Background: an optimization exercise with open tools, aiming at small area, a short achievable clock period and few clock cycles per item. Do not read the settings as production practice.
At most, simulation tests tie the RTL to the original design; equivalence was not proved.
No functional check of the RTL was part of runs 1 to 4.
Power is estimated from default activity; no workload was simulated.

==> flow/design.v <==
module lzw_enc (
    input  wire       clk,
    input  wire       rst,
    input  wire       in_valid,
    output wire       in_ready,
    input  wire [7:0] in_data,
    input  wire       in_last,
    input  wire       in_fc,
    output wire       out_valid,
    input  wire       out_ready,
    output wire [7:0] out_data,
    output wire       out_last
);
    localparam PB = 48;    
    reg        kv, kl, kf;      
    reg  [7:0] kd;
    reg        sv, sl, sf;      
    reg  [7:0] sd;
    assign in_ready = ~sv;
    wire take_in = in_valid & ~sv;
    reg  [8:0] w;       
    reg        wv;      
    reg        tl;      
    reg        fc;      
    reg        pend;    
    reg  [7:0] nx;      
    reg  [8:0] dp [2:127];
    reg  [7:0] db [2:127];
    reg        ev;      
    reg  [8:0] ec;      
    reg        eclr;    
    reg        etl;     
    reg  [PB-1:0]   pb;
    reg  [5:0]      pc;
    reg  [PB/8-1:0] lb;      
    reg             ov;
    assign out_valid = ov;
    assign out_data  = pb[7:0];
    assign out_last  = lb[0];
    wire [5:0] e_room = !ev ? 6'd0 :
                        (eclr & etl) ? 6'd34 :
                        etl ? 6'd25 :
                        eclr ? 6'd18 : 6'd9;
    wire [6:0] fill = {1'b0, pc} + {1'b0, e_room};
    wire stall_s = fill > (pend ? PB - 18 : PB - 9);
    wire stall_t = fill > PB - 34;
    wire tgo   = tl & ~stall_t;                     
    wire go    = kv & (tl ? ~stall_t : ~stall_s);   
    wire [15:0] grp_gt, grp_eq;
    wire [7:0]  pos_gt, pos_eq;
    genvar g;
    generate
        for (g = 0; g < 16; g = g + 1) begin : g_grp
            assign grp_gt[g] = nx[7] | (nx[6:3] > g);
            assign grp_eq[g] = ~nx[7] & (nx[6:3] == g);
        end
        for (g = 0; g < 8; g = g + 1) begin : g_pos
            assign pos_gt[g] = nx[2:0] > g;
            assign pos_eq[g] = nx[2:0] == g;
        end
    endgenerate
    reg  [127:2] vr;        
    reg          jc;        
    reg          rep;       
    reg  [6:0]   rc;        
    wire [127:0] m;
    assign m[1:0] = 2'b00;
    generate
        for (g = 2; g < 128; g = g + 1) begin : g_ent
            wire wen = grp_eq[g >> 3] & pos_eq[g & 7];
            assign m[g] = vr[g] && !jc && (dp[g] == w) && (db[g] == kd);
            always @(posedge clk) begin
                vr[g] <= grp_gt[g >> 3] | (grp_eq[g >> 3] & pos_gt[g & 7]);
                if (wen) begin
                    dp[g] <= w;
                    db[g] <= kd;
                end
            end
        end
    endgenerate
    wire mb  = rep && (w[7:0] == kd);
    wire hit = (|m) | mb;
    wire [6:0] hj;
    generate
        for (g = 0; g < 7; g = g + 1) begin : g_enc
            wire [127:0] sel;
            genvar j;
            for (j = 0; j < 128; j = j + 1) begin : g_b
                if (((j >> g) & 1) != 0) begin : g_on
                    assign sel[j] = m[j];
                end else begin : g_off
                    assign sel[j] = 1'b0;
                end
            end
            assign hj[g] = (|sel) | (mb & rc[g]);
        end
    endgenerate
    wire [6:0] hj0;
    generate
        for (g = 0; g < 7; g = g + 1) begin : g_enc0
            wire [127:0] sel;
            genvar j;
            for (j = 0; j < 128; j = j + 1) begin : g_b
                if (((j >> g) & 1) == 0) begin : g_on
                    assign sel[j] = m[j];
                end else begin : g_off
                    assign sel[j] = 1'b0;
                end
            end
            assign hj0[g] = (|sel) | (mb & ~rc[g]);
        end
    endgenerate
    wire [8:0] w_nx = {wv & (hj[1] | hj0[1]),
                       kd[7] & ~(wv & (hj[0] | hj0[0])),
                       (wv ? hj : 7'd0) | (kd[6:0] & ~(wv ? hj0 : 7'd0))};
    wire miss = go & wv & ~hit;
    wire adv  = miss & ~pend & ~nx[7];       
    wire [26:0] ebits = !ev ? 27'd0 :
                        {(eclr & etl) ? 9'd257 : 9'd0,
                         eclr ? 9'd256 : (etl ? 9'd257 : 9'd0),
                         ec};
    wire [5:0]  e_n   = !ev ? 6'd0 :
                        (eclr & etl) ? 6'd27 :
                        (eclr | etl) ? 6'd18 : 6'd9;
    wire [PB-1:0] merged = pb | ({{(PB-27){1'b0}}, ebits} << pc);
    wire [6:0]  pc_s  = {1'b0, pc} + {1'b0, e_n};
    wire [6:0]  pc_r  = (ev & etl) ? ((pc_s + 7'd7) & 7'h78) : pc_s;
    wire [2:0]  lastb = pc_r[5:3] - 3'd1;
    wire [PB/8-1:0] lb_m = lb | ((ev & etl) ? ({{(PB/8-1){1'b0}}, 1'b1} << lastb) : {PB/8{1'b0}});
    wire pop = ov & out_ready;
    wire [6:0]  pc_n  = pop ? pc_r - 7'd8 : pc_r;
    always @(posedge clk) begin
        if (rst) begin
            kv   <= 1'b0;
            sv   <= 1'b0;
            wv   <= 1'b0;
            tl   <= 1'b0;
            pend <= 1'b0;
            nx   <= 8'd2;
            jc   <= 1'b1;
            rep  <= 1'b0;
            ev   <= 1'b0;
            etl  <= 1'b0;
            pb   <= {PB{1'b0}};
            pc   <= 6'd0;
            lb   <= {PB/8{1'b0}};
            ov   <= 1'b0;
        end else begin
            ec <= w;
            if (go || !kv) begin
                if (sv) begin
                    kd <= sd; kl <= sl; kf <= sf;
                    sv <= 1'b0;
                end else begin
                    kd <= in_data; kl <= in_last; kf <= in_fc;
                    kv <= take_in;
                end
            end else if (take_in) begin
                sd <= in_data; sl <= in_last; sf <= in_fc;
                sv <= 1'b1;
            end
            if (go)
                w <= w_nx;
            if (go) begin
                if (!wv) begin
                    fc   <= kf;
                    nx   <= 8'd2;
                    pend <= 1'b0;
                end else if (!hit) begin
                    if (pend) begin
                        nx   <= 8'd2;
                        pend <= 1'b0;
                    end else if (!nx[7]) begin
                        nx <= nx + 8'd1;
                        if (nx == 8'd127 && fc)
                            pend <= 1'b1;
                    end
                end
                wv <= ~kl;
            end
            if (go && kl)
                tl <= 1'b1;
            else if (tgo)
                tl <= 1'b0;
            jc <= go & (~wv | (miss & pend));
            if (go) begin
                rep <= adv & (w == {1'b0, kd});
                rc  <= nx[6:0];
            end
            ev   <= miss | tgo;
            eclr <= pend;
            etl  <= tgo;
            pb <= pop ? (merged >> 8) : merged;
            lb <= pop ? (lb_m >> 1) : lb_m;
            pc <= pc_n[5:0];
            ov <= (pc_n >= 7'd8);
        end
    end
endmodule
==> flow/constraint.sdc <==
create_clock -name core_clock -period 10.0 [get_ports {clk}]
set_input_delay 2.0000 -clock core_clock [delete_from_list [all_inputs] [get_ports {clk}]]
set_output_delay 2.0000 -clock core_clock [all_outputs]
set_load 0.01 [all_outputs]
==> flow/standard.sh <==
#!/bin/bash
# synth_recipe.tcl (not shown) runs the flow's synth.tcl, then flattens the netlist and writes it again
# the make line also repeats each setting of config.mk as NAME=value (left out here)
make -C /OpenROAD-flow-scripts/flow DESIGN_CONFIG=/design/flow/config.mk WORK_HOME=/design/flow/orfs CLKGATE_MAP_FILE= SYNTH_SCRIPT=/design/flow/synth_recipe.tcl "${@:-finish}"
==> flow/flow/run.sh <==
#!/bin/bash
# The standard layout (standard.sh), with repair_timing aiming for a larger setup margin.
set -euo pipefail
sed 's/SETUP_SLACK_MARGIN=[0-9.]*/SETUP_SLACK_MARGIN=7/' standard.sh > standard_margin.sh
bash standard_margin.sh > standard.log 2>&1
==> flow/config.mk <==
export PLATFORM = sky130hd
export DESIGN_NAME = lzw_enc
export DESIGN_NICKNAME = lzw_enc
export VERILOG_FILES = /design/flow/design.v
export SDC_FILE = /design/flow/constraint.sdc
export NUM_CORES = 4
export LEC_CHECK = 0
export ABC_CLOCK_PERIOD_IN_PS = 3000
export CAP_MARGIN = 20
export CORE_MARGIN = 2
export CORE_UTILIZATION = 50
export CTS_BUF_LIST = sky130_fd_sc_hd__clkbuf_16
export CTS_CLUSTER_DIAMETER = 60
export CTS_CLUSTER_SIZE = 30
export SETUP_SLACK_MARGIN = 5
export SLEW_MARGIN = 20
export TNS_END_PERCENT = 10
==> impl_results.md, run 1 <==
* Syn Inst Count at 7296
* Vias/cell at 6.50
* WS Path Type: flip-flop to flip-flop
* Die X at 463 um
* DR iter-0 viols at 10855
* Clock power frac at 0.367
* WL per Instance at 36.9 um
* Syn Area/Cell at 14.5 um^2
* CP startpoint: w[0]$_DFFE_PP_
* RSZ-0062 raised after global routing: yes
* Final min period at 4.14 ns
* Number of synthesized register bits at 2393
* Worst r2r path cells at 13
* Root Driver: clkbuf_16
* Setup-failing EPs final at 0
* # nets final at 7964
* Routability cong. at 0.975
* Switching share of power at 0.262
* R2R Path Start: w[0]$_DFFE_PP_
* Critical path launch point type: flip-flop
* Gr usage total at 0.365
* Hold WC Path Type: flip-flop to flip-flop
* Synth area leaders: edfxtp_1 62%, xor2_1 14%, xnor2_1 3.9%
* Peak supply drop at 0.182 mV
* Final ANT Viol Nets at 0
* Total internal power at 15500 uW
* Cell variety after synth at 79
* Period utilization at 0.414
* CP max FO at 10
* # clock sinks at 2393
* Vias at 70775
* CTS tree: done
* Share of post-route cells with drive strength above 1 at 0.170
* Max_cap viols at 0
* Most frequent cells in the layout: 2189 x edfxtp_1, 1646 x xor2_1, 585 x nor4_1
* Worst Setup EP: pend$_SDFFE_PP0P_
* DRT Wirelength at 402 mm
* Final-layout fill cell count at 16055
* HPWL after DPL at 172 mm
* Static leakage at 0.0432 uW
* Row cnt at 168
* R2r setup slk at 5.86 ns
* Die height at 463 um
* Worst path arrival time at 4.94 ns
* Final Skew at 0.0413 ns
* Synth top area share at 0.623
* Main flop type after synthesis: edfxtp_1
* Setup TNS at 0 ns
* Slew Limit Headroom at 0.212
* Clock latency (worst-skew pair) at 0.88 ns
* Vias in the first global route at 66183
* Port bufs at 24
* Core Region at 0.210 mm^2
* Peak Freq at 242 MHz
* Worst-Margin Slew at 1.18 ns
* Register area share after synthesis at 0.662
* H-tree level count at 4
* Num CTS Buffers at 169
* CTS Hold Bufs at 0
* Net Switching at 5530 uW
* Initial Utilization at 0.503
* Area leader, netlist: edfxtp_1
* Area grow syn2layout at 19.4%
* Critical Path RT at 10.80 ns
* Final-report max-slew violation count at 0
* Router iterations before antenna repair at 8
* Synth Warn # at 3
* Comb power frac at 0.111
* Largest net degree at the start of global routing at 65
* RR Endpoint: pend$_SDFFE_PP0P_
* Net Count, Synth at 7339
* Post-Syn Area at 0.105 mm^2
* First-pass GRT wire length at 545 mm
* Antenna violations before repair at 34
* Seq pwr share at 0.522
* Fin Hold WS at 0.474 ns
* # IOs at 25
* Power Dens Cells at 167 mW/mm^2
* Drc violations at 0
* Grt ovf at 0
* Post-synth EDFFs at 2189
* Most common cell after layout, fill and taps aside: edfxtp_1
* Die area at 0.215 mm^2
* Hold Vio Cnt, Final at 0
* Crit path capture type: flip-flop
* Status: finished clean
* CTS clock-pin slew for the worst setup and hold paths at 0.09 ns
* Clock Tree Buf Depth at 3
* Async S/R FF share, synth at 0
## metal layers
layer | wire, um | vias up | global-route usage
li1 | - | 28504 | -
met1 | 154000 | 36043 | 0.507
met2 | 171000 | 5078 | 0.531
met3 | 49900 | 1124 | 0.0884
met4 | 26800 | 26 | 0.198
met5 | 240 | - | 0
## power groups by stage
stage               sequential [uW]  clock (uW)  combinational (uW)
floorplan                     11300           0                 982
detailed placement            11200           0                1460
CTS                           11000        7780                2200
global route                  11000        8150                2390
global placement              11200           0                1450
finish                        11000        7740                2340
## cell families after synthesis
family | count (synthesis) | synth area share
compound gates | 356 | 0.0211
simple gates | 1945 | 0.108
xor+xnor | 2163 | 0.180
flops | 2393 | 0.662
fa+ha+maj | 30 | 0.00368
mux | 27 | 0.00276
buf+inv | 382 | 0.0228
## metrics by stage
stage               instance area (um^2)  power [uW]  setup WS [ns]  utilization  instances
floorplan                         106000       12300           5.09            -       7296
global placement                  110000       12700           4.33        0.523      10054
detailed placement                110000       12700           4.38        0.523      10054
CTS                               125000       21000           6.05        0.594      10798
global route                      126000       21500           5.89        0.601      10875
finish                            126000       21100           5.86        0.601      10890
## final cells by class
class / instances / area (um^2) / share of cell area
flip-flops and latches: 2393 / 69800 / 0.555
multi-input cells: 4521 / 34700 / 0.276
repair buffers: 803 / 11500 / 0.0911
clock buffers: 171 / 4280 / 0.0340
well taps: 2805 / 3510 / 0.0279
clock inverters: 148 / 1890 / 0.0150
inverters: 33 / 134 / 0.00106
diodes: 16 / 40.0 / 0.000318
## flip-flops by register name, indices dropped and copies added, names as in the netlist, 6 cells and up
name  count
nx        8
pb       48
vr      126
db     1008
kd        8
dp     1134
sd        8
w         9
ec        9
lb        6
rc        7
pc        6
## timing repair
action / CTS / global route
setup buffers: 301 / 70
pin swaps: 82 / 48
endpoints found under the setup margin: 916 / 702
resized for setup: 439 / 135
gates cloned: 124 / 6
## how the worst min path moves through the flow
| stage | depth (start not counted) | endpoint | slack, ns | start |
|---|---|---|---|---|
| detailed placement | 0 | fc$_DFFE_PP_ | 0.41 | kf$_DFFE_PP_ |
| global placement | 0 | fc$_DFFE_PP_ | 0.43 | kf$_DFFE_PP_ |
| floorplan | 0 | fc$_DFFE_PP_ | 0.40 | kf$_DFFE_PP_ |
| global route | 0 | fc$_DFFE_PP_ | 0.47 | kf$_DFFE_PP_ |
| finish | 2 | pb[43]$_SDFF_PP0_ | 0.47 | pb[43]$_SDFF_PP0_ |
| CTS | 0 | fc$_DFFE_PP_ | 0.47 | kf$_DFFE_PP_ |
## cells in the mapped netlist, drive strengths merged, types with 69 or more instances
| master | number |
|---|---|
| xnor2 | 472 |
| buf | 256 |
| nand2 | 169 |
| dfxtp | 204 |
| nor4b | 103 |
| edfxtp | 2189 |
| a21oi | 69 |
| nor3 | 125 |
| clkbuf | 93 |
| nor4 | 613 |
| nor2 | 266 |
| o21ai | 126 |
| xor2 | 1691 |
| nand4 | 270 |
| nand3 | 116 |
## worst max-delay path, stage by stage (launching register included)
cell       delay [ns]
edfxtp_1         0.51
buf_6            0.19
buf_12           0.14
bufbuf_16        0.33
xnor2_1          0.18
nand4_1          0.11
nor3_1           0.06
nand4_1          0.42
nand4_1          0.20
nor4_1           0.61
nand4_1          0.28
or3_1            0.49
or3_1            0.40
a21oi_1          0.13
==> inputs of run 2 (changes only) <==
--- a/flow/design.v
+++ b/flow/design.v
@@ -96,26 +96,7 @@
         end
     endgenerate
-    wire [6:0] hj0;
-    generate
-        for (g = 0; g < 7; g = g + 1) begin : g_enc0
-            wire [127:0] sel;
-            genvar j;
-            for (j = 0; j < 128; j = j + 1) begin : g_b
-                if (((j >> g) & 1) == 0) begin : g_on
-                    assign sel[j] = m[j];
-                end else begin : g_off
-                    assign sel[j] = 1'b0;
-                end
-            end
-            assign hj0[g] = (|sel) | (mb & ~rc[g]);
-        end
-    endgenerate
-    wire [8:0] w_nx = {wv & (hj[1] | hj0[1]),
-                       kd[7] & ~(wv & (hj[0] | hj0[0])),
-                       (wv ? hj : 7'd0) | (kd[6:0] & ~(wv ? hj0 : 7'd0))};
     wire miss = go & wv & ~hit;
     wire adv  = miss & ~pend & ~nx[7];       
-    wire [26:0] ebits = !ev ? 27'd0 :
-                        {(eclr & etl) ? 9'd257 : 9'd0,
+    wire [26:0] ebits = {(eclr & etl) ? 9'd257 : 9'd0,
                          eclr ? 9'd256 : (etl ? 9'd257 : 9'd0),
                          ec};
@@ -141,4 +122,6 @@
             rep  <= 1'b0;
             ev   <= 1'b0;
+            ec   <= 9'd0;
+            eclr <= 1'b0;
             etl  <= 1'b0;
             pb   <= {PB{1'b0}};
@@ -147,5 +130,4 @@
             ov   <= 1'b0;
         end else begin
-            ec <= w;
             if (go || !kv) begin
                 if (sv) begin
@@ -160,12 +142,14 @@
                 sv <= 1'b1;
             end
-            if (go)
-                w <= w_nx;
             if (go) begin
                 if (!wv) begin
+                    w    <= {1'b0, kd};
                     fc   <= kf;
                     nx   <= 8'd2;
                     pend <= 1'b0;
-                end else if (!hit) begin
+                end else if (hit) begin
+                    w <= {1'b1, 1'b0, hj};
+                end else begin
+                    w <= {1'b0, kd};
                     if (pend) begin
                         nx   <= 8'd2;
@@ -189,5 +173,6 @@
             end
             ev   <= miss | tgo;
-            eclr <= pend;
+            ec   <= (miss | tgo) ? w : 9'd0;
+            eclr <= (miss | tgo) & pend;
             etl  <= tgo;
             pb <= pop ? (merged >> 8) : merged;
==> impl_results.md, run 2 <==
* Initial Utilization at 0.504 (+0.000736)
* Hold Vio Cnt, Final at 0 (unchanged)
* Total internal power at 15100 uW (-2.7%)
* Clock latency (worst-skew pair) at 0.88 ns (about the same)
* Most common cell after layout, fill and taps aside: edfxtp_1
* Num CTS Buffers at 163 (-3.6%)
* Switching share of power at 0.258 (-0.00400)
* Crit path capture type: flip-flop
* Placed cell count at 9346 (-7.0%)
* Row cnt at 165 (-1.8%)
* Core Region at 0.203 mm^2 (-3.4%)
* Slew Limit Headroom at 0.156 (-0.0566)
* Critical path launch point type: flip-flop
* Routability cong. at 0.902 (-7.4%)
* Critical Path RT at 10.64 ns (-0.16 ns)
* CP Cell Sequence: buf_6, buf_12, buf_16, xor2_1, nor4_1, nand3_1, nor2_4, or4b_4, nor3_2, or3b_4, or4_1, or4_1, mux2_4
* Grt ovf at 0 (unchanged)
* Final-report max-slew violation count at 0 (unchanged)
* Comb power frac at 0.099 (-0.012)
* Die area at 0.208 mm^2 (-3.2%)
* Number of synthesized register bits at 2393 (unchanged)
* Register area share after synthesis at 0.683 (+0.0211)
* Final Skew at 0.0631 ns (+0.0218 ns)
* Antenna violations before repair at 31 (-8.8%)
* First-pass GRT wire length at 452 mm (-17%)
* Hold WC Path Type: flip-flop to flip-flop
* Vias/cell at 6.15 (-5.3%)
* # IOs at 25 (unchanged)
* Clock power frac at 0.362 (-0.005)
* Clock Tree Buf Depth at 3 (unchanged)
* Setup TNS at 0 ns (unchanged)
* Finished Layout Cells at 10187 (-6.5%)
* HPWL after DPL at 152 mm (-12%)
* Net Count, Synth at 6739 (-8.2%)
* # nets final at 7404 (-7.0%)
* Port bufs at 24 (unchanged)
* Area leader, netlist: edfxtp_1
* Synth area leaders: edfxtp_1 64%, xor2_1 11%, xnor2_1 7.7%
* Slowest CP cell: or4b_4
* Worst path arrival time at 4.66 ns (-0.28 ns)
* Root Driver: clkbuf_16
* CTS clock-pin slew for the worst setup and hold paths at 0.09 ns (about the same)
* Peak supply drop at 0.190 mV (+4.6%)
* Worst-Margin Slew at 1.25 ns (+0.0746 ns)
* CTS tree: done
* Post-synth EDFFs at 2179 (-0.46%)
* Seq pwr share at 0.539 (+0.017)
* Post-synth top cells: 2179 x edfxtp_1, 1262 x xor2_1, 900 x xnor2_1
* Vias in the first global route at 57199 (-14%)
* Final min period at 4.01 ns (-0.125 ns)
* CP max FO at 8 (-2)
* RSZ-0062 raised after global routing: yes
* # clock sinks at 2393 (unchanged)
* DR iter-0 viols at 9103 (-16%)
* Status: finished clean
* Share of post-route cells with drive strength above 1 at 0.186 (+0.0157)
* Max_cap viols at 0 (unchanged)
* Period utilization at 0.401 (-0.0125)
* Post-Syn Area at 0.102 mm^2 (-3.2%)
* Largest net degree at the start of global routing at 73 (+12%)
* Most frequent cell after synthesis: edfxtp_1
* Syn Inst Count at 6696 (-8.2%)
* Main flop type after synthesis: edfxtp_1
* Multi-input logic area at 0.0313 mm^2 (-9.9%)
* Syn Area/Cell at 15.2 um^2 (+5.5%)
* Register Area at 0.0697 mm^2 (-0.15%)
* Top Registers: dp: 1134 flops, db: 1008 flops, vr: 126 flops
* Worst r2r path cells at 13 (unchanged)
* Max FFs per register at 1134 (unchanged)
* Most frequent cells in the layout: 2179 x edfxtp_1, 1248 x xor2_1, 895 x xnor2_1
* Final ANT Viol Nets at 0 (unchanged)
* Die X at 456 um (-1.6%)
* Power Dens Cells at 167 mW/mm^2 (about the same)
* Drc violations at 0 (unchanged)
* Setup-failing EPs final at 0 (unchanged)
* Fin util at 0.601 (about the same)
* Vias at 62674 (-11%)
* Cell variety after synth at 76 (-3.8%)
* Net Switching at 5270 uW (-4.7%)
* Final-layout fill cell count at 15082 (-6.1%)
* Peak Freq at 249 MHz (+3.1%)
* Largest Register: dp
* WL per Instance at 33.7 um (-8.6%)
* Delay of the slowest critical-path stage at 0.60 ns (about the same)
* Top cell by count, worst path: or4_1
* Area grow syn2layout at 19.3%
* Die height at 456 um (-1.6%)
* Synth top area share at 0.641 (+0.0178)
* Gr usage total at 0.307 (-0.0588)
* Router iterations before antenna repair at 7 (-1)
* WS Path Type: flip-flop to flip-flop
* DRT Wirelength at 344 mm (-15%)
* H-tree level count at 4 (unchanged)
* Async S/R FF share, synth at 0 (unchanged)
* Synth Warn # at 3 (unchanged)
* Static leakage at 0.0409 uW (-5.3%)
* Worst Hold Depth at 2 (unchanged)
-- run 2: changes by cell type after synthesis, sizes merged, moves of 18 or more --
| cell | previous run | this run |
|---|---|---|
| a21oi | 69 | 88 |
| o21ai | 126 | 108 |
| xor2 | 1691 | 1262 |
| nand4b | 26 | 91 |
| nand2b | 65 | 6 |
| nor3 | 125 | 67 |
| nor4b | 103 | 31 |
| xnor2 | 472 | 900 |
| nand2 | 169 | 106 |
| or4 | 60 | 8 |
| nor4 | 613 | 363 |
| nand3 | 116 | 78 |
| nand4 | 270 | 236 |
-- run 2: final timing paths --
path	startpoint	to	slack (ns)
max	kd[2]$_DFFE_PP_	w[4]$_DFFE_PP_	5.99
max reg2reg	kd[2]$_DFFE_PP_	w[4]$_DFFE_PP_	5.99
min	lb[5]$_SDFF_PP0_	lb[5]$_SDFF_PP0_	0.46
min reg2reg	lb[5]$_SDFF_PP0_	lb[5]$_SDFF_PP0_	0.46
-- run 2: cells by family after synthesis --
| logic type | Yosys count | share of synthesized area |
|---|---|---|
| fa+ha+maj | 30 | 0.00380 |
| buf+inv | 383 | 0.0264 |
| flops | 2393 | 0.683 |
| mux | 31 | 0.00368 |
| compound gates | 363 | 0.0223 |
| simple gates | 1333 | 0.0749 |
| xor+xnor | 2163 | 0.186 |
-- run 2: metal layers --
layer,part of all wire,track usage,wire [um]
met1,0.41,0.445,139000
met2,0.45,0.469,154000
met3,0.11,0.0566,36600
met4,0.040,0.0965,13900
met5,0.00024,0,81
-- run 2: stage by stage --
step / area [um^2] / power, uW / hold WS [ns] / setup WS [ns]
floorplan: 102000 / 12200 / 0.400 / 5.20
global placement: 106000 / 12500 / 0.441 / 4.08
detailed placement: 106000 / 12500 / 0.443 / 4.17
CTS: 118000 / 20200 / 0.462 / 6.05
global route: 122000 / 20900 / 0.480 / 5.92
finish: 122000 / 20400 / 0.459 / 5.99
-- run 2: power by group through the flow --
| stage | registers (uW) | logic, uW | clock network (uW) |
|---|---|---|---|
| 3_5_place_dp | 11200 | 1330 | 0 |
| 6_report | 11000 | 2010 | 7390 |
| 5_1_grt | 11000 | 2090 | 7800 |
| 2_1_floorplan | 11300 | 897 | 0 |
| 3_3_place_gp | 11200 | 1310 | 0 |
| 4_1_cts | 11000 | 1780 | 7440 |
-- run 2: critical path, delay by kind of cell, from the launching register on --
family	cells	cell delay, ns
xor+xnor	1	0.16
buf+inv	3	0.51
mux	1	0.27
simple gates	8	2.38
flops	1	0.45
-- run 2: layout make-up --
class,instances,area share
Sequential cell,2393,0.573
Tap cell,2672,0.0275
Timing Repair inverter,1,0.0000411
Timing Repair Buffer,849,0.0932
Clock buffer,165,0.0339
Multi-Input combinational cell,3921,0.257
Clock inverter,141,0.0138
Antenna cell,13,0.000267
Inverter,32,0.00109
-- run 2: what timing repair did --
item                       CTS  global route
resized for setup          468           201
setup buffers              160           239
hold buffers                 0             0
pin swaps                   67            40
hold endpoints to repair     0             0
setup endpoints to repair  794          1078
gates cloned                82            41
==> inputs of run 3 (changes only) <==
--- a/flow/design.v
+++ b/flow/design.v
@@ -15,8 +15,11 @@
     reg        kv, kl, kf;      
     reg  [7:0] kd;
-    reg        sv, sl, sf;      
-    reg  [7:0] sd;
-    assign in_ready = ~sv;
-    wire take_in = in_valid & ~sv;
+    reg        f0v, f0l, f0f;   
+    reg  [7:0] f0d;
+    reg        f1v, f1l, f1f;   
+    reg  [7:0] f1d;
+    reg        irdy;            
+    assign in_ready = irdy;
+    wire take_in = in_valid & irdy;
     reg  [8:0] w;       
     reg        wv;      
@@ -47,4 +50,6 @@
     wire tgo   = tl & ~stall_t;                     
     wire go    = kv & (tl ? ~stall_t : ~stall_s);   
+    wire load_k = (go | ~kv) & f0v;                 
+    wire [7:0] kn = load_k ? f0d : kd;              
     wire [15:0] grp_gt, grp_eq;
     wire [7:0]  pos_gt, pos_eq;
@@ -60,16 +65,17 @@
         end
     endgenerate
-    reg  [127:2] vr;        
-    reg          jc;        
-    reg          rep;       
-    reg  [6:0]   rc;        
+    reg  [127:2] c;
+    reg          jc;
+    reg          rep;
+    reg  [6:0]   rc;
     wire [127:0] m;
     assign m[1:0] = 2'b00;
     generate
         for (g = 2; g < 128; g = g + 1) begin : g_ent
+            wire vld = grp_gt[g >> 3] | (grp_eq[g >> 3] & pos_gt[g & 7]);
             wire wen = grp_eq[g >> 3] & pos_eq[g & 7];
-            assign m[g] = vr[g] && !jc && (dp[g] == w) && (db[g] == kd);
+            assign m[g] = c[g] && !jc && (dp[g] == w);
             always @(posedge clk) begin
-                vr[g] <= grp_gt[g >> 3] | (grp_eq[g >> 3] & pos_gt[g & 7]);
+                c[g] <= vld && (db[g] == kn);
                 if (wen) begin
                     dp[g] <= w;
@@ -96,7 +102,26 @@
         end
     endgenerate
+    wire [6:0] hj0;
+    generate
+        for (g = 0; g < 7; g = g + 1) begin : g_enc0
+            wire [127:0] sel;
+            genvar j;
+            for (j = 0; j < 128; j = j + 1) begin : g_b
+                if (((j >> g) & 1) == 0) begin : g_on
+                    assign sel[j] = m[j];
+                end else begin : g_off
+                    assign sel[j] = 1'b0;
+                end
+            end
+            assign hj0[g] = (|sel) | (mb & ~rc[g]);
+        end
+    endgenerate
+    wire [8:0] w_nx = {wv & (hj[1] | hj0[1]),
+                       kd[7] & ~(wv & (hj[0] | hj0[0])),
+                       (wv ? hj : 7'd0) | (kd[6:0] & ~(wv ? hj0 : 7'd0))};
     wire miss = go & wv & ~hit;
     wire adv  = miss & ~pend & ~nx[7];       
-    wire [26:0] ebits = {(eclr & etl) ? 9'd257 : 9'd0,
+    wire [26:0] ebits = !ev ? 27'd0 :
+                        {(eclr & etl) ? 9'd257 : 9'd0,
                          eclr ? 9'd256 : (etl ? 9'd257 : 9'd0),
                          ec};
@@ -114,14 +139,14 @@
         if (rst) begin
             kv   <= 1'b0;
-            sv   <= 1'b0;
+            f0v  <= 1'b0;
+            f1v  <= 1'b0;
+            irdy <= 1'b1;
+            jc   <= 1'b1;
+            rep  <= 1'b0;
             wv   <= 1'b0;
             tl   <= 1'b0;
             pend <= 1'b0;
             nx   <= 8'd2;
-            jc   <= 1'b1;
-            rep  <= 1'b0;
             ev   <= 1'b0;
-            ec   <= 9'd0;
-            eclr <= 1'b0;
             etl  <= 1'b0;
             pb   <= {PB{1'b0}};
@@ -130,26 +155,39 @@
             ov   <= 1'b0;
         end else begin
-            if (go || !kv) begin
-                if (sv) begin
-                    kd <= sd; kl <= sl; kf <= sf;
-                    sv <= 1'b0;
+            ec <= w;
+            if (load_k) begin
+                kd <= f0d; kl <= f0l; kf <= f0f;
+                kv <= 1'b1;
+            end else if (go) begin
+                kv <= 1'b0;
+            end
+            if (load_k || !f0v) begin
+                if (f1v) begin
+                    f0d <= f1d; f0l <= f1l; f0f <= f1f;
+                    f0v  <= 1'b1;
+                    f1v  <= 1'b0;
+                    irdy <= 1'b1;
                 end else begin
-                    kd <= in_data; kl <= in_last; kf <= in_fc;
-                    kv <= take_in;
+                    f0d <= in_data; f0l <= in_last; f0f <= in_fc;
+                    f0v <= take_in;
                 end
             end else if (take_in) begin
-                sd <= in_data; sl <= in_last; sf <= in_fc;
-                sv <= 1'b1;
-            end
+                f1d <= in_data; f1l <= in_last; f1f <= in_fc;
+                f1v  <= 1'b1;
+                irdy <= 1'b0;
+            end
+            jc <= go & (~wv | (miss & pend));
+            if (go) begin
+                rep <= adv & (w == {1'b0, kd});
+                rc  <= nx[6:0];
+            end
+            if (go)
+                w <= w_nx;
             if (go) begin
                 if (!wv) begin
-                    w    <= {1'b0, kd};
                     fc   <= kf;
                     nx   <= 8'd2;
                     pend <= 1'b0;
-                end else if (hit) begin
-                    w <= {1'b1, 1'b0, hj};
-                end else begin
-                    w <= {1'b0, kd};
+                end else if (!hit) begin
                     if (pend) begin
                         nx   <= 8'd2;
@@ -167,12 +205,6 @@
             else if (tgo)
                 tl <= 1'b0;
-            jc <= go & (~wv | (miss & pend));
-            if (go) begin
-                rep <= adv & (w == {1'b0, kd});
-                rc  <= nx[6:0];
-            end
             ev   <= miss | tgo;
-            ec   <= (miss | tgo) ? w : 9'd0;
-            eclr <= (miss | tgo) & pend;
+            eclr <= pend;
             etl  <= tgo;
             pb <= pop ? (merged >> 8) : merged;
==> impl_results.md, run 3 <==
* Status: finished clean
* Setup TNS at 0 ns (unchanged)
* Post-synth EDFFs at 2199 (+0.92%)
* Clock latency (worst-skew pair) at 0.87 ns (about the same)
* Setup-failing EPs final at 0 (unchanged)
* Vias in the first global route at 60073 (+5.0%)
* Routability cong. at 0.948 (+5.0%)
* Max FFs per register at 1134 (unchanged)
* Final ANT Viol Nets at 0 (unchanged)
* Final WS setup at 5.21 ns (-0.773 ns)
* Die height at 463 um (+1.5%)
* Largest net degree at the start of global routing at 112 (+53%)
* WL per Instance at 33.0 um (-2.2%)
* Async S/R FF share, synth at 0 (unchanged)
* Most frequent cells in the layout: 2199 x edfxtp_1, 1300 x xor2_1, 894 x xnor2_1
* Slowest CP cell: edfxtp_1
* Comb power frac at 0.125 (+0.026)
* # clock sinks at 2405 (+0.50%)
* WS Path Type: flip-flop to flip-flop
* # IOs at 25 (unchanged)
* Core Region at 0.209 mm^2 (+3.4%)
* Syn Area/Cell at 14.5 um^2 (-4.7%)
* Clock Tree Buf Depth at 3 (unchanged)
* Main flop type after synthesis: edfxtp_1
* Syn Inst Count at 7236 (+8.1%)
* Final-layout fill cell count at 16366 (+8.5%)
* CP max FO at 7 (-1)
* Initial Utilization at 0.502 (-0.00171)
* Largest Register: dp
* Synth Warn # at 3 (unchanged)
* RSZ-0062 raised after global routing: yes
* Pre-CTS setup slack at 3.65 ns (-0.524 ns)
* Synth area leaders: edfxtp_1 63%, xor2_1 11%, xnor2_1 7.5%
* Fin util at 0.578 (-0.0231)
* CTS clock-pin slew for the worst setup and hold paths at 0.09 ns (about the same)
* Most frequent cell after synthesis: edfxtp_1
* Worst path arrival time at 5.56 ns (+0.90 ns)
* Net Count, Synth at 7282 (+8.1%)
* Busiest grt layer: met2
* Top Registers: dp: 1134 flops, db: 1008 flops, c: 126 flops
* Post-Syn Area at 0.105 mm^2 (+3.0%)
* Crit path capture type: flip-flop
* Post-synth top cells: 2199 x edfxtp_1, 1302 x xor2_1, 905 x xnor2_1
* CP Cell Sequence: ha_4, nor3b_4, ha_1, or3_1, nand2_1, ha_1, nor4bb_1, and3_1, o221ai_2, nand3_2, o21ai_4, buf_12, buf_12, buf_16, mux2i_4, buf_12, bufbuf_16, xor2_1, nand3_1, nor4_2
* Clock power frac at 0.355 (-0.007)
* Antenna violations before repair at 19 (-39%)
* Slew Limit Headroom at 0.114 (-0.0417)
* Final Skew at 0.0519 ns (-0.0112 ns)
* Register area share after synthesis at 0.667 (-0.0159)
* Root Driver: clkbuf_16
* # nets final at 7625 (+3.0%)
* Critical path launch point type: flip-flop
* Peak supply drop at 0.195 mV (+2.7%)
* Router iterations before antenna repair at 8 (+1)
* Drc violations at 0 (unchanged)
* GR Layer Usage met2 at 0.468 (-0.00132)
* CTS tree: done
* Synth top area share at 0.628 (-0.0131)
* Worst Hold Depth at 0 (-2)
* Row cnt at 168 (+1.8%)
* Port bufs at 24 (unchanged)
* Num CTS Buffers at 166 (+1.8%)
* Cell variety after synth at 87 (+14%)
* Share of post-route cells with drive strength above 1 at 0.138 (-0.0483)
* Number of synthesized register bits at 2405 (+0.50%)
* Vias/cell at 6.11 (-0.66%)
* Total internal power at 15600 uW (+2.9%)
* Met3 Use GR at 0.0652 (+0.00864)
* Total power draw at 21400 uW (+5.0%)
* Top cell by count, worst path: buf_12
* Seq pwr share at 0.519 (-0.020)
* DR iter-0 viols at 8725 (-4.2%)
* Max_cap viols at 0 (unchanged)
* Die area at 0.214 mm^2 (+3.0%)
* Area leader, netlist: edfxtp_1
* Net Switching at 5830 uW (+11%)
* Static leakage at 0.0397 uW (-2.9%)
* Met1 Use GR at 0.436 (-0.00899)
* Critical Path RT at 10.78 ns (+0.14 ns)
* Gr usage total at 0.311 (+0.00412)
* Grt ovf at 0 (unchanged)
* Die X at 463 um (+1.5%)
* Hold WC Path Type: flip-flop to flip-flop
* Delay of the slowest critical-path stage at 0.49 ns (-0.11 ns)
* Fin Hold WS at 0.452 ns (-0.00784 ns)
* Worst-Margin Slew at 1.32 ns (+0.0656 ns)
* Power Dens Cells at 177 mW/mm^2 (+5.6%)
* HPWL after DPL at 181 mm (+19%)
* Switching share of power at 0.273 (+0.0142)
* Period utilization at 0.479 (+0.0773)
* Final-report max-slew violation count at 0 (unchanged)
* Area grow syn2layout at 15.1%
* Vias at 64427 (+2.8%)
* First-pass GRT wire length at 472 mm (+4.5%)
* DRT Wirelength at 348 mm (+1.2%)
* Final min period at 4.79 ns (+0.773 ns)
* Worst r2r path cells at 20 (+7)
* H-tree level count at 4 (unchanged)
* Most common cell after layout, fill and taps aside: edfxtp_1
* CTS Hold Bufs at 0 (unchanged)
* Hold Vio Cnt, Final at 0 (unchanged)
* Peak Freq at 209 MHz (-16%)
[run 3: changes by cell type in the layout (fill, tap and decap cells not counted), sizes merged, moves of 55 or more]
| cell | delta |
|---|---|
| nor3b | +76 |
| nand3 | +159 |
| buf | -222 |
| nor4 | -72 |
| bufbuf | -55 |
| a21oi | +61 |
| nand4b | -85 |
| nor3 | +75 |
[run 3: path summary, 6_finish.rpt]
kind,start,end,slack [ns]
setup / recovery,eclr$_DFFE_PN_,c[76]$_DFF_P_,5.21
hold / removal,f0f$_DFFE_PP_,kf$_DFFE_PP_,0.45
setup reg to reg,eclr$_DFFE_PN_,c[76]$_DFF_P_,5.21
hold reg to reg,f0f$_DFFE_PP_,kf$_DFFE_PP_,0.45
[run 3: per-layer routing]
| layer | wire [um] | up-vias |
|---|---|---|
| met3 | 36200 | 794 |
| met2 | 154000 | 3534 |
| met5 | 22 | - |
| li1 | - | 27212 |
| met4 | 18600 | 4 |
| met1 | 139000 | 32883 |
[run 3: power by group through the flow]
stage | Combinational [uW] | Sequential [uW] | Clock, uW
floorplan | 1140 | 11400 | 0
global placement | 1840 | 11300 | 0
detailed placement | 1850 | 11300 | 0
CTS | 2550 | 11100 | 7690
global route | 2750 | 11100 | 8040
finish | 2680 | 11100 | 7600
[run 3: stage by stage]
stage	instance area [um^2]	cells
2_1_floorplan	106000	7236
3_3_place_gp	109000	9989
3_5_place_dp	109000	9991
4_1_cts	120000	10491
5_1_grt	121000	10533
6_report	121000	10542
[run 3: cell families after synthesis]
| group | synth area share |
|---|---|
| fa+ha+maj | 0.00395 |
| simple gates | 0.0829 |
| buf+inv | 0.0244 |
| flops | 0.667 |
| mux | 0.00542 |
| compound gates | 0.0321 |
| xor+xnor | 0.184 |
[run 3: area by class of cell]
class                   instances  area, um^2  area share
diodes                         12        30.0    0.000248
inverters                      60         268     0.00221
repair buffers                555        7480      0.0618
clock inverters               147        1850      0.0153
well taps                    2805        3510      0.0290
flip-flops and latches       2405       70200       0.580
repair inverters                4        51.3    0.000424
clock buffers                 167        4180      0.0345
multi-input cells            4387       33500       0.277
[run 3: what timing repair did]
item	CTS	global route
buffers inserted	114	26
gates cloned	72	13
pin swaps	90	16
resized for setup	212	165
setup endpoints to repair	799	1175
[run 3: critical path, delay by kind of cell (launching register included)]
| kind | cells | cell delay (ns) |
|---|---|---|
| and+or+nand+nor | 8 | 1.52 |
| AOI/OAI and AO/OA | 2 | 0.43 |
| buffers and inverters | 5 | 0.99 |
| DFF | 1 | 0.49 |
| adders and majority gates | 3 | 0.78 |
| muxes | 1 | 0.31 |
| xor gates and xnor gates | 1 | 0.16 |
==> inputs of run 4 (changes only) <==
--- a/flow/design.v
+++ b/flow/design.v
@@ -41,11 +41,5 @@
     assign out_data  = pb[7:0];
     assign out_last  = lb[0];
-    wire [5:0] e_room = !ev ? 6'd0 :
-                        (eclr & etl) ? 6'd34 :
-                        etl ? 6'd25 :
-                        eclr ? 6'd18 : 6'd9;
-    wire [6:0] fill = {1'b0, pc} + {1'b0, e_room};
-    wire stall_s = fill > (pend ? PB - 18 : PB - 9);
-    wire stall_t = fill > PB - 34;
+    reg  stall_s, stall_t;
     wire tgo   = tl & ~stall_t;                     
     wire go    = kv & (tl ? ~stall_t : ~stall_s);   
@@ -121,4 +115,9 @@
                        (wv ? hj : 7'd0) | (kd[6:0] & ~(wv ? hj0 : 7'd0))};
     wire miss = go & wv & ~hit;
+    wire [5:0] room_e = tgo ? (pend ? 6'd34 : 6'd25) : (pend ? 6'd18 : 6'd9);
+    wire [5:0] room_h = tgo ? room_e : 6'd0;
+    wire [5:0] room_m = (tgo | (go & wv)) ? room_e : 6'd0;
+    wire       pend_h = (go & ~wv) ? 1'b0 : pend;
+    wire       pend_m = ~pend & (nx == 8'd127) & fc;
     wire adv  = miss & ~pend & ~nx[7];       
     wire [26:0] ebits = !ev ? 27'd0 :
@@ -136,4 +135,10 @@
     wire pop = ov & out_ready;
     wire [6:0]  pc_n  = pop ? pc_r - 7'd8 : pc_r;
+    wire [6:0]  fill_h = pc_n + {1'b0, room_h};
+    wire [6:0]  fill_m = pc_n + {1'b0, room_m};
+    wire stall_s_h = fill_h > (pend_h ? PB - 18 : PB - 9);
+    wire stall_s_m = fill_m > (pend_m ? PB - 18 : PB - 9);
+    wire stall_t_h = fill_h > PB - 34;
+    wire stall_t_m = fill_m > PB - 34;
     always @(posedge clk) begin
         if (rst) begin
@@ -144,4 +149,6 @@
             jc   <= 1'b1;
             rep  <= 1'b0;
+            stall_s <= 1'b0;
+            stall_t <= 1'b0;
             wv   <= 1'b0;
             tl   <= 1'b0;
@@ -212,4 +219,6 @@
             pc <= pc_n[5:0];
             ov <= (pc_n >= 7'd8);
+            stall_s <= miss ? stall_s_m : stall_s_h;
+            stall_t <= miss ? stall_t_m : stall_t_h;
         end
     end
==> impl_results.md, run 4 <==
* Status: finished clean
* Period utilization at 0.445 (-0.0339)
* Hold WC Path Type: flip-flop to flip-flop
* Core Region at 0.205 mm^2 (-2.1%)
* Simple-Gate Fraction of Synth Area at 0.0839 (+0.00107)
* Num CTS Buffers at 165 (-0.60%)
* Synth Area in Adders at 0.00455 (+0.000599)
* Area leader, netlist: edfxtp_1
* Total internal power at 15600 uW (+0.28%)
* Share of post-route cells with drive strength above 1 at 0.167 (+0.0290)
* Comb power frac at 0.124 (about the same)
* First-pass GRT wire length at 503 mm (+6.5%)
* Main combinational cell family by area after synthesis: XOR/XNOR gates
* Top Registers: dp: 1134 flops, db: 1008 flops, c: 126 flops
* CTS clock-pin slew for the worst setup and hold paths at 0.09 ns (about the same)
* Pre-CTS setup slack at 4.51 ns (+0.856 ns)
* Most common cell after layout, fill and taps aside: edfxtp_1
* Multi-input logic area at 0.0327 mm^2 (-2.2%)
* Post-synth top cells: 2199 x edfxtp_1, 1512 x xnor2_1, 658 x xor2_1
* Root Driver: clkbuf_16
* CP max FO at 3 (-4)
* Synth area leaders: edfxtp_1 64%, xnor2_1 13%, xor2_1 5.6%
* Die area at 0.210 mm^2 (-1.6%)
* DR iter-0 viols at 9119 (+4.5%)
* Final-layout fill cell count at 15508 (-5.2%)
* Critical path launch point type: flip-flop
* Final min period at 4.45 ns (-0.339 ns)
* Async S/R FF share, synth at 0 (unchanged)
* Switching share of power at 0.268 (-0.00487)
* Max FFs per register at 1134 (unchanged)
* Peak supply drop at 0.191 mV (-2.4%)
* Worst path arrival time at 5.23 ns (-0.33 ns)
* Drc violations at 0 (unchanged)
* Register Area at 0.0702 mm^2 (about the same)
* Largest net degree at the start of global routing at 116 (+3.6%)
* Clock latency (worst-skew pair) at 0.89 ns (+0.02 ns)
* Initial Utilization at 0.504 (+0.00225)
* Main flop type after synthesis: edfxtp_1
* Area grow syn2layout at 17.5%
* Static leakage at 0.0393 uW (-1.2%)
* Setup TNS at 0 ns (unchanged)
* Seq pwr share at 0.520 (about the same)
* Slew Limit Headroom at 0.197 (+0.0833)
* Critical Path RT at 10.78 ns (about the same)
* Row cnt at 166 (-1.2%)
* Fin util at 0.593 (+0.0147)
* # nets final at 7490 (-1.8%)
* Clock Tree Buf Depth at 3 (unchanged)
* Syn Area/Cell at 14.8 um^2 (+1.9%)
* Synth Warn # at 3 (unchanged)
* Peak Freq at 225 MHz (+7.6%)
* HPWL after DPL at 168 mm (-7.2%)
* # clock sinks at 2407 (+0.083%)
* Power Dens Cells at 175 mW/mm^2 (-0.79%)
* RSZ-0062 raised after global routing: yes
* Final-report max-slew violation count at 0 (unchanged)
* WL per Instance at 36.1 um (+9.5%)
* DRT Wirelength at 372 mm (+6.9%)
* Final Skew at 0.0458 ns (-0.00608 ns)
* Hold Vio Cnt, Final at 0 (unchanged)
* Gr usage total at 0.349 (+0.0381)
* Grt ovf at 0 (unchanged)
* Largest Register: dp
* Finished Layout Cells at 10287 (-2.4%)
* Net Count, Synth at 7031 (-3.4%)
* Crit path capture type: flip-flop
* Post-synthesis mux area share at 0.00444 (-0.000974)
* Vias/cell at 6.25 (+2.3%)
* Vias at 64299 (-0.20%)
* Final ANT Viol Nets at 0 (unchanged)
* Net Switching at 5710 uW (-2.2%)
* Compound-gate portion of the synthesized area at 0.0230 (-0.00911)
* Router iterations before antenna repair at 8 (unchanged)
* Setup-failing EPs final at 0 (unchanged)
* Worst-Margin Slew at 1.20 ns (-0.116 ns)
* Routability cong. at 0.952 (+0.40%)
* Register area share after synthesis at 0.679 (+0.0115)
* XOR/XNOR share of the synthesized area at 0.184 (about the same)
* Synth top area share at 0.639 (+0.0105)
* Vias in the first global route at 60101 (+0.047%)
* Total power draw at 21300 uW (-0.39%)
* H-tree level count at 4 (unchanged)
* CTS Hold Bufs at 0 (unchanged)
* Syn Inst Count at 6982 (-3.5%)
* Final WS setup at 5.55 ns (+0.339 ns)
* WS Path Type: flip-flop to flip-flop
* Cell variety after synth at 79 (-9.2%)
* Placed cell count at 9628 (-3.6%)
* Clock power frac at 0.355 (about the same)
* Post-Syn Area at 0.103 mm^2 (-1.6%)
* Number of synthesized register bits at 2407 (+0.083%)
* CTS tree: done
* Post-synth EDFFs at 2199 (unchanged)
* Die height at 459 um (-0.82%)
* Most frequent cells in the layout: 2199 x edfxtp_1, 1503 x xnor2_1, 646 x xor2_1
* Max_cap viols at 0 (unchanged)
* # IOs at 25 (unchanged)
* Antenna violations before repair at 21 (+2)
* Port bufs at 24 (unchanged)
* Die X at 459 um (-0.82%)
* Most frequent cell after synthesis: edfxtp_1
==> run 4: changes by cell type in the layout (fill, tap and decap cells not counted), sizes merged, moves of 24 or more <==
cell / previous run / this run
nand3: 237 / 200
bufbuf: 9 / 63
xnor2: 905 / 1513
nor3: 142 / 107
buf: 509 / 554
nor4: 291 / 345
inv: 142 / 112
a21oi: 149 / 94
xor2: 1302 / 658
a2111oi: 25 / 1
==> run 4: stage by stage <==
stage | hold WS, ns | instance area, um^2
finish | 0.436 | 121000
CTS | 0.438 | 120000
global placement | 0.424 | 108000
floorplan | 0.400 | 104000
detailed placement | 0.418 | 108000
global route | 0.448 | 121000
==> run 4: area by class of cell <==
type,count,share of cell area
Inverter,36,0.00231
Timing Repair Buffer,635,0.0728
Multi-Input combinational cell,4193,0.269
Timing Repair inverter,3,0.000216
Tap cell,2688,0.0277
Clock inverter,139,0.0138
Clock buffer,172,0.0354
Antenna cell,14,0.000288
Sequential cell,2407,0.578
==> run 4: worst max-delay path, cell delays in order (launching register included) <==
cell,delay (ns)
edfxtp_1,0.39
inv_2,0.07
ha_4,0.27
nor2b_4,0.03
and2_4,0.15
fa_2,0.39
and2_4,0.15
maj3_2,0.36
xnor2_4,0.23
xor2_2,0.23
ha_4,0.25
a221oi_4,0.34
inv_2,0.11
ha_4,0.23
a21oi_2,0.10
o21ai_1,0.09
xor2_1,0.18
ha_1,0.31
nor2b_2,0.16
o22ai_2,0.08
a221oi_2,0.23
==> run 4: worst paths after layout <==
| path | start | endpoint | slack, ns | depth (start not counted) |
|---|---|---|---|---|
| hold / removal | f0f$_DFFE_PP_ | kf$_DFFE_PP_ | 0.44 | 0 |
| setup / recovery | eclr$_DFFE_PN_ | stall_s$_SDFF_PP0_ | 5.55 | 20 |
| setup reg to reg | eclr$_DFFE_PN_ | stall_s$_SDFF_PP0_ | 5.55 | 20 |
| hold reg to reg | f0f$_DFFE_PP_ | kf$_DFFE_PP_ | 0.44 | 0 |
==> run 4: repair_timing <==
action / 4_1_cts / 5_1_grt
gates cloned: 87 / 4
endpoints found under the setup margin: 523 / 642
gates resized for setup: 401 / 241
pin swaps: 59 / 78
buffers inserted: 187 / 56
==> run 4: logic make-up (layout without fill, tap and decap cells) <==
kind of cell / Yosys count / in the layout
DFF: 2407 / 2407
xor gates and xnor gates: 2171 / 2171
and+or+nand+nor: 1576 / 1576
buffers and inverters: 382 / 985
AOI/OAI and AO/OA: 371 / 371
muxes: 39 / 39
adders and majority gates: 36 / 36
other: 0 / 14
==> run 4: power groups by stage <==
stage,combinational [uW],sequential (uW),clock (uW)
final,2650,11100,7570
after global routing,2750,11100,7990
after CTS,2530,11100,7640
after detailed placement,2000,11300,0
after global placement,1980,11300,0
after floorplan,1240,11400,0
==> run 4: layer usage <==
layer	part of all wire	vias up	GRT usage
met1	0.39	33322	0.481
met4	0.049	16	0.146
li1	-	26471	-
met3	0.11	772	0.0736
met2	0.45	3718	0.538
met5	0.00029	-	0
==> inputs of run 5 (changes only) <==
--- a/flow/design.v
+++ b/flow/design.v
@@ -42,4 +42,8 @@
     assign out_last  = lb[0];
     reg  stall_s, stall_t;
+    wire [5:0] e_room = !ev ? 6'd0 :
+                        (eclr & etl) ? 6'd34 :
+                        etl ? 6'd25 :
+                        eclr ? 6'd18 : 6'd9;
     wire tgo   = tl & ~stall_t;                     
     wire go    = kv & (tl ? ~stall_t : ~stall_s);   
@@ -135,10 +139,12 @@
     wire pop = ov & out_ready;
     wire [6:0]  pc_n  = pop ? pc_r - 7'd8 : pc_r;
-    wire [6:0]  fill_h = pc_n + {1'b0, room_h};
-    wire [6:0]  fill_m = pc_n + {1'b0, room_m};
-    wire stall_s_h = fill_h > (pend_h ? PB - 18 : PB - 9);
-    wire stall_s_m = fill_m > (pend_m ? PB - 18 : PB - 9);
-    wire stall_t_h = fill_h > PB - 34;
-    wire stall_t_m = fill_m > PB - 34;
+    wire [7:0]  base   = {2'b0, pc} + {2'b0, e_room};
+    wire [7:0]  fill_h = base + {2'b0, room_h};
+    wire [7:0]  fill_m = base + {2'b0, room_m};
+    wire [7:0]  pop8   = pop ? 8'd8 : 8'd0;
+    wire stall_s_h = fill_h > (pend_h ? PB - 18 : PB - 9) + pop8;
+    wire stall_s_m = fill_m > (pend_m ? PB - 18 : PB - 9) + pop8;
+    wire stall_t_h = fill_h > PB - 34 + pop8;
+    wire stall_t_m = fill_m > PB - 34 + pop8;
     always @(posedge clk) begin
         if (rst) begin
==> impl_results.md, run 5 <==
* First-pass GRT wire length at 490 mm (-2.5%)
* Peak Freq at 261 MHz (+16%)
* Final ANT Viol Nets at 0 (unchanged)
* Setup TNS at 0 ns (unchanged)
* Final-layout fill cell count at 15941 (+2.8%)
* # nets final at 7535 (+0.60%)
* CTS clock-pin slew for the worst setup and hold paths at 0.08 ns (about the same)
* Root Driver: clkbuf_16
* Most common cell after layout, fill and taps aside: edfxtp_1
* Num CTS Buffers at 168 (+1.8%)
* Net Count, Synth at 7062 (+0.44%)
* Post-synthesis mux area share at 0.00410 (-0.000342)
* H-tree level count at 4 (unchanged)
* # IOs at 25 (unchanged)
* Drc violations at 0 (unchanged)
* Compound-gate portion of the synthesized area at 0.0239 (+0.000881)
* Cell variety after synth at 88 (+11%)
* Dpl cell area at 0.108 mm^2 (+0.48%)
* Syn Area/Cell at 14.9 um^2 (+0.48%)
* Post-synth EDFFs at 2199 (unchanged)
* DR iter-0 viols at 9146 (+0.30%)
* Die area at 0.212 mm^2 (+0.66%)
* Async S/R FF share, synth at 0 (unchanged)
* Hold Vio Cnt, Final at 0 (unchanged)
* Simple-Gate Fraction of Synth Area at 0.0817 (-0.00226)
* RSZ-0062 raised after global routing: yes
* Critical Path RT at 10.70 ns (-0.08 ns)
* Share of post-route cells with drive strength above 1 at 0.169 (+0.00188)
* R2R Path Start: nx[7]$_SDFFE_PP0P_
* Clock latency (worst-skew pair) at 0.86 ns (-0.03 ns)
* Die X at 460 um (+0.33%)
* Antenna violations before repair at 24 (+14%)
* Setup-failing EPs final at 0 (unchanged)
* Synth top area share at 0.634 (-0.00423)
* Status: finished clean
* Clock Tree Buf Depth at 3 (unchanged)
* Routability cong. at 0.929 (-2.4%)
* Synth Area in Adders at 0.00685 (+0.00230)
* Max_cap viols at 0 (unchanged)
* Final Skew at 0.0303 ns (-0.0155 ns)
* Max FFs per register at 1134 (unchanged)
* Critical path launch point type: flip-flop
* Vias in the first global route at 60256 (+0.26%)
* HPWL after DPL at 166 mm (-1.3%)
* Hold WC Path Type: flip-flop to flip-flop
* Fin Hold WS at 0.435 ns (-0.00138 ns)
* Vias/cell at 6.17 (-1.3%)
* Post-Syn Area at 0.104 mm^2 (+0.67%)
* Post-route cell area at 0.122 mm^2 (+0.40%)
* CP max FO at 21 (+18)
* Number of synthesized register bits at 2407 (unchanged)
* Vias at 64306 (+0.011%)
* Synth area leaders: edfxtp_1 63%, xnor2_1 11%, xor2_1 6.9%
* Most frequent cell after synthesis: edfxtp_1
* Area grow syn2layout at 17.2%
* Router iterations before antenna repair at 9 (+1)
* Period utilization at 0.384 (-0.0613)
* CTS tree: done
* Crit path capture type: flip-flop
* WL per Instance at 34.6 um (-4.1%)
* WS Path Type: flip-flop to flip-flop
* Worst-Margin Slew at 1.17 ns (-0.0315 ns)
* Core Region at 0.207 mm^2 (+1.0%)
* Die height at 460 um (+0.33%)
* Main combinational cell family by area after synthesis: XOR/XNOR gates
* DRT Wirelength at 361 mm (-2.9%)
* Register area share after synthesis at 0.674 (-0.00450)
* Port bufs at 24 (unchanged)
* Area leader, netlist: edfxtp_1
* Initial Utilization at 0.503 (-0.00171)
* Static leakage at 0.0398 uW (+1.5%)
* Synth Warn # at 3 (unchanged)
* XOR/XNOR share of the synthesized area at 0.183 (-0.000966)
* Peak supply drop at 0.195 mV (+2.4%)
* Critical hold path startpoint: f0f$_DFFE_PP_
* CP startpoint: nx[7]$_SDFFE_PP0P_
* Row cnt at 167 (+0.60%)
* # clock sinks at 2407 (unchanged)
* Worst r2r path cells at 15 (-25%)
* Final min period at 3.84 ns (-0.613 ns)
* Most frequent cells in the layout: 2199 x edfxtp_1, 1348 x xnor2_1, 804 x xor2_1
* Top Registers: dp: 1134 flops, db: 1008 flops, c: 126 flops
* Largest net degree at the start of global routing at 104 (-10%)
* Final-report max-slew violation count at 0 (unchanged)
* Slew Limit Headroom at 0.219 (+0.0219)
* Gr usage total at 0.336 (-0.0131)
* Syn Inst Count at 6995 (+0.19%)
* Largest Register: dp
* Power Dens Cells at 170 mW/mm^2 (-2.9%)
* Register Area at 0.0702 mm^2 (about the same)
* Worst path arrival time at 4.53 ns (-0.70 ns)
* Grt ovf at 0 (unchanged)
* Main flop type after synthesis: edfxtp_1
* Multi-input logic area at 0.0329 mm^2 (+0.70%)
* Worst Hold Depth at 0 (unchanged)
* Post-synth top cells: 2199 x edfxtp_1, 1356 x xnor2_1, 817 x xor2_1
-- run 5: cell types whose count changed after synthesis, sizes merged, moves of 17 or more --
cell	previous run	this run
clkbuf	138	94
buf	208	255
xnor2	1513	1357
o21ai	90	113
nor2	302	264
ha	32	49
xor2	658	817
nand4	216	182
nand3	200	238
-- run 5: cell families (layout without fill, tap and decap cells) --
kind of cell	count (synthesis)	count (layout)
DFF	2407	2407
xor gates and xnor gates	2174	2175
and+or+nand+nor	1538	1538
buffers and inverters	401	1018
AOI/OAI and AO/OA	386	386
adders and majority gates	55	55
muxes	34	34
other	0	21
-- run 5: layout make-up --
type,count,share of cell area
timing repair inverter,1,0.0000718
clock buffer,173,0.0355
sequential,2407,0.576
tap,2788,0.0286
antenna,21,0.000431
inverter,52,0.00248
timing repair buffer,650,0.0733
multi-input combinational,4188,0.270
clock inverter,142,0.0137
-- run 5: stage by stage --
| stage | util | setup WS [ns] | power, uW | std cells |
|---|---|---|---|---|
| after CTS | 0.583 | 6.20 | 20700 | 10333 |
| final | 0.589 | 6.16 | 20800 | 10422 |
| after global placement | 0.522 | 5.02 | 12900 | 9750 |
| after floorplan | - | 5.74 | 12300 | 6995 |
| after global routing | 0.589 | 5.97 | 21300 | 10403 |
| after detailed placement | 0.522 | 5.11 | 12900 | 9750 |
-- run 5: power by group --
part	switching, uW	internal (uW)
registers	33.6	11000
clock network	4000	3590
logic	1370	776
-- run 5: per-layer routing --
layer / wire length, um / global-route usage / up-vias
li1: - / - / 26557
met1: 141000 / 0.459 / 32968
met2: 163000 / 0.521 / 3922
met3: 36500 / 0.0630 / 859
met4: 20300 / 0.156 / 0
met5: 0 / 0 / -
-- run 5: timing repair --
action                     in CTS  in global routing
hold endpoints to repair        0                  0
resized for setup             505                150
cloned                         91                  8
hold buffers                    0                  0
pin swaps                     135                 48
buffers inserted              177                 60
setup endpoints to repair     770                708
-- run 5: critical path, stage by stage, from the launching register on --
cell      delay, ns
dfxtp_1        0.34
buf_4          0.42
clkinv_1       0.49
and4_1         0.39
nand3_1        0.15
nor3_1         0.08
buf_4          0.21
ha_1           0.31
ha_1           0.31
nand3_1        0.09
o21bai_1       0.07
a21oi_1        0.14
a41oi_1        0.06
maj3_1         0.38
nor4_2         0.15
nor3_1         0.08
-- run 5: path summary, 6_finish.rpt --
kind                        endpoint  slack (ns)
setup reg to reg  stall_s$_SDFF_PP0_        6.16
hold / removal          kf$_DFFE_PP_        0.43
setup / recovery  stall_s$_SDFF_PP0_        6.16
hold reg to reg         kf$_DFFE_PP_        0.43
Testbench counts of run 5, summed over its fixed seeds: cycles 87,750, items 85,491.
==> inputs of run 6 (changes only) <==
--- a/flow/design.v
+++ b/flow/design.v
@@ -142,9 +142,18 @@
     wire [7:0]  fill_h = base + {2'b0, room_h};
     wire [7:0]  fill_m = base + {2'b0, room_m};
-    wire [7:0]  pop8   = pop ? 8'd8 : 8'd0;
-    wire stall_s_h = fill_h > (pend_h ? PB - 18 : PB - 9) + pop8;
-    wire stall_s_m = fill_m > (pend_m ? PB - 18 : PB - 9) + pop8;
-    wire stall_t_h = fill_h > PB - 34 + pop8;
-    wire stall_t_m = fill_m > PB - 34 + pop8;
+    wire s_h0 = fill_h > PB - 9,  s_h0p = fill_h > PB - 1;
+    wire s_h1 = fill_h > PB - 18, s_h1p = fill_h > PB - 10;
+    wire s_m0 = fill_m > PB - 9,  s_m0p = fill_m > PB - 1;
+    wire s_m1 = fill_m > PB - 18, s_m1p = fill_m > PB - 10;
+    wire t_h  = fill_h > PB - 34, t_hp  = fill_h > PB - 26;
+    wire t_m  = fill_m > PB - 34, t_mp  = fill_m > PB - 26;
+    wire s_hn = pend_h ? s_h1  : s_h0;
+    wire s_hp = pend_h ? s_h1p : s_h0p;
+    wire s_mn = pend_m ? s_m1  : s_m0;
+    wire s_mp = pend_m ? s_m1p : s_m0p;
+    wire stall_s_h = pop ? s_hp : s_hn;
+    wire stall_s_m = pop ? s_mp : s_mn;
+    wire stall_t_h = pop ? t_hp : t_h;
+    wire stall_t_m = pop ? t_mp : t_m;
     always @(posedge clk) begin
         if (rst) begin
==> impl_results.md, run 6 <==
* Most frequent cell after synthesis: edfxtp_1
* Final ANT Viol Nets at 0 (unchanged)
* Router iterations before antenna repair at 6 (-3)
* WL per Instance at 36.2 um (+4.4%)
* Num CTS Buffers at 166 (-1.2%)
* Syn Inst Count at 6990 (-0.071%)
* Most frequent cells in the layout: 2199 x edfxtp_1, 1355 x xnor2_1, 781 x xor2_1
* Initial Utilization at 0.502 (about the same)
* Post-Syn Area at 0.104 mm^2 (-0.20%)
* Share of post-route cells with drive strength above 1 at 0.171 (+0.00250)
* Slew Limit Headroom at 0.125 (-0.0944)
* Root Driver: clkbuf_16
* Setup-failing EPs final at 0 (unchanged)
* Max_cap viols at 0 (unchanged)
* First-pass GRT wire length at 504 mm (+2.8%)
* RSZ-0062 raised after global routing: yes
* Most common cell after layout, fill and taps aside: edfxtp_1
* Worst-Margin Slew at 1.31 ns (+0.137 ns)
* Largest Register: dp
* H-tree level count at 4 (unchanged)
* Final WS setup at 6.11 ns (-0.0535 ns)
* Final-report max-slew violation count at 0 (unchanged)
* Worst path arrival time at 4.63 ns (+0.10 ns)
* Main flop type after synthesis: edfxtp_1
* Net Switching at 5490 uW (+1.7%)
* Hold WC Path Type: flip-flop to flip-flop
* DRT Wirelength at 374 mm (+3.7%)
* Power Dens Cells at 171 mW/mm^2 (+0.33%)
* Vias at 65010 (+1.1%)
* Final min period at 3.89 ns (+0.0535 ns)
* Grt ovf at 0 (unchanged)
* Peak supply drop at 0.216 mV (+11%)
* Vias/cell at 6.28 (+1.8%)
* Largest net degree at the start of global routing at 90 (-13%)
* Row cnt at 167 (unchanged)
* Async S/R FF share, synth at 0 (unchanged)
* Die X at 460 um (about the same)
* Area grow syn2layout at 17.9%
* DR iter-0 viols at 10078 (+10%)
* Clock Tree Buf Depth at 3 (unchanged)
* Antenna violations before repair at 30 (+25%)
* Gr usage total at 0.348 (+0.0121)
* Synth top area share at 0.636 (+0.00125)
* Post-synth top cells: 2199 x edfxtp_1, 1371 x xnor2_1, 804 x xor2_1
* Static leakage at 0.0401 uW (+0.70%)
* Period utilization at 0.389 (+0.00535)
* # nets final at 7553 (+0.24%)
* Port bufs at 24 (unchanged)
* Die area at 0.211 mm^2 (-0.20%)
* Cell variety after synth at 82 (-6.8%)
* Hold Vio Cnt, Final at 0 (unchanged)
* Register area share after synthesis at 0.676 (+0.00133)
* Net Count, Synth at 7044 (-0.25%)
* CTS clock-pin slew for the worst setup and hold paths at 0.09 ns (about the same)
* Routability cong. at 0.947 (+2.0%)
* Number of synthesized register bits at 2407 (unchanged)
* Synth area leaders: edfxtp_1 64%, xnor2_1 12%, xor2_1 6.8%
* Clock power frac at 0.364 (about the same)
* Final Skew at 0.0605 ns (+0.0302 ns)
* Vias in the first global route at 60054 (-0.34%)
* Critical Path RT at 10.74 ns (+0.04 ns)
* HPWL after DPL at 176 mm (+6.0%)
* # clock sinks at 2407 (unchanged)
* Clock latency (worst-skew pair) at 0.90 ns (+0.04 ns)
* Seq pwr share at 0.529 (-0.002)
* Die height at 460 um (about the same)
* CTS tree: done
* Syn Area/Cell at 14.9 um^2 (-0.13%)
* Drc violations at 0 (unchanged)
* Total internal power at 15400 uW (+0.47%)
* Crit path capture type: flip-flop
* Synth Warn # at 3 (unchanged)
* Peak Freq at 257 MHz (-1.4%)
* # IOs at 25 (unchanged)
* Pre-CTS setup slack at 4.81 ns (-0.306 ns)
* Switching share of power at 0.262 (+0.00231)
* Status: finished clean
* Comb power frac at 0.107 (+0.004)
* Area leader, netlist: edfxtp_1
* Top Registers: dp: 1134 flops, db: 1008 flops, c: 126 flops
* CP max FO at 8 (-62%)
* Critical path launch point type: flip-flop
* WS Path Type: flip-flop to flip-flop
* Post-synth EDFFs at 2199 (unchanged)
* Max FFs per register at 1134 (unchanged)
* Core Region at 0.207 mm^2 (-0.10%)
* Setup TNS at 0 ns (unchanged)
-- run 6: final timing paths --
| kind | start | to | slack [ns] | cells after the start |
|---|---|---|---|---|
| min | f0f$_DFFE_PP_ | kf$_DFFE_PP_ | 0.43 | 0 |
| max | w[3]$_DFFE_PP_ | nx[6]$_SDFFE_PP0P_ | 6.11 | 15 |
| max reg2reg | w[3]$_DFFE_PP_ | nx[6]$_SDFFE_PP0P_ | 6.11 | 15 |
| min reg2reg | f0f$_DFFE_PP_ | kf$_DFFE_PP_ | 0.43 | 0 |
-- run 6: power groups by stage --
stage / clock network (uW) / logic (uW) / registers [uW]
after CTS: 7680 / 2100 / 11100
after global placement: 0 / 1730 / 11300
final: 7630 / 2240 / 11100
after detailed placement: 0 / 1740 / 11300
after floorplan: 0 / 1030 / 11400
after global routing: 8020 / 2310 / 11100
-- run 6: critical path, cell delays in order, from the launching register on --
cell and delay (ns):
edfxtp_1 0.44, buf_6 0.16, buf_16 0.16, buf_4 0.20
buf_12 0.16, xor2_1 0.17, nor4_1 0.08, nand3_1 0.27
nand2_1 0.25, nor4_2 0.38, nand3_1 0.19, or4_4 0.62
buf_8 0.19, buf_6 0.14, o31ai_4 0.20, a21oi_1 0.12
-- run 6: timing repair --
item,4_1_cts,5_1_grt
cloned,96,10
hold buffers,0,0
setup buffers,159,112
setup endpoints to repair,629,756
gates resized for setup,363,247
pin swaps,44,105
-- run 6: final cells by class --
class,count,area [um^2]
repair inverters,1,8.76
repair buffers,689,9540
well taps,2704,3380
diodes,8,20.0
inverters,38,248
clock inverters,142,1790
fillers,15809,84400
flip-flops and latches,2407,70200
clock buffers,169,4230
multi-input cells,4196,33100
-- run 6: logic make-up (layout without fill, tap and decap cells) --
group	count (synthesis)	in the layout	synth area share
buf+inv	389	1039	0.0240
xor+xnor	2175	2175	0.183
fa+ha+maj	40	40	0.00511
other cells	0	8	0
flops	2407	2407	0.676
mux	36	36	0.00440
compound gates	414	414	0.0260
simple gates	1529	1531	0.0814
-- run 6: through the flow --
stage	instance area, um^2	hold slack, ns	instances	util	total power (uW)
final	123000	0.435	10354	0.592	20900
after global routing	122000	0.448	10347	0.592	21400
after CTS	120000	0.441	10224	0.580	20800
after detailed placement	108000	0.411	9658	0.522	13000
after global placement	108000	0.408	9658	0.522	13000
after floorplan	104000	0.400	6990	-	12400
-- run 6: layer usage --
| layer | global-route usage | wire (um) |
|---|---|---|
| met5 | 0 | 200 |
| met4 | 0.131 | 16900 |
| met3 | 0.0703 | 42700 |
| met2 | 0.529 | 166000 |
| met1 | 0.495 | 149000 |
Testbench counts of run 6, summed over its fixed seeds: cycles 87,750, items 85,491.

re-timing with driven ports:
The flow's constraints put no driver on any port. The routed layouts listed below were extracted and timed again, unchanged, in two steps.
Step 1, drivers: a clkbuf_16 drives clk and a buf_2 each remaining input, both assumed.
Step 2, shift: input delay + t, output delay - t, t = (earliest + latest rising clock arrival at the registers) / 2. This alone moves slack from input paths to output paths.
Slacks: ideal / step 1 / step 2; pairs: ideal / step 1.
run	t, ns	slack for setup (ns)
run 1	0.966	5.860 / 5.860 / 5.792
run 2	0.952	5.985 / 5.985 / 5.985
run 3	0.944	5.213 / 5.213 / 5.213
run 4	0.962	5.551 / 5.551 / 4.805
run 5	0.947	6.165 / 6.165 / 5.362
run 6	0.950	6.111 / 6.111 / 5.750
After both steps setup and hold are still met in every run listed.
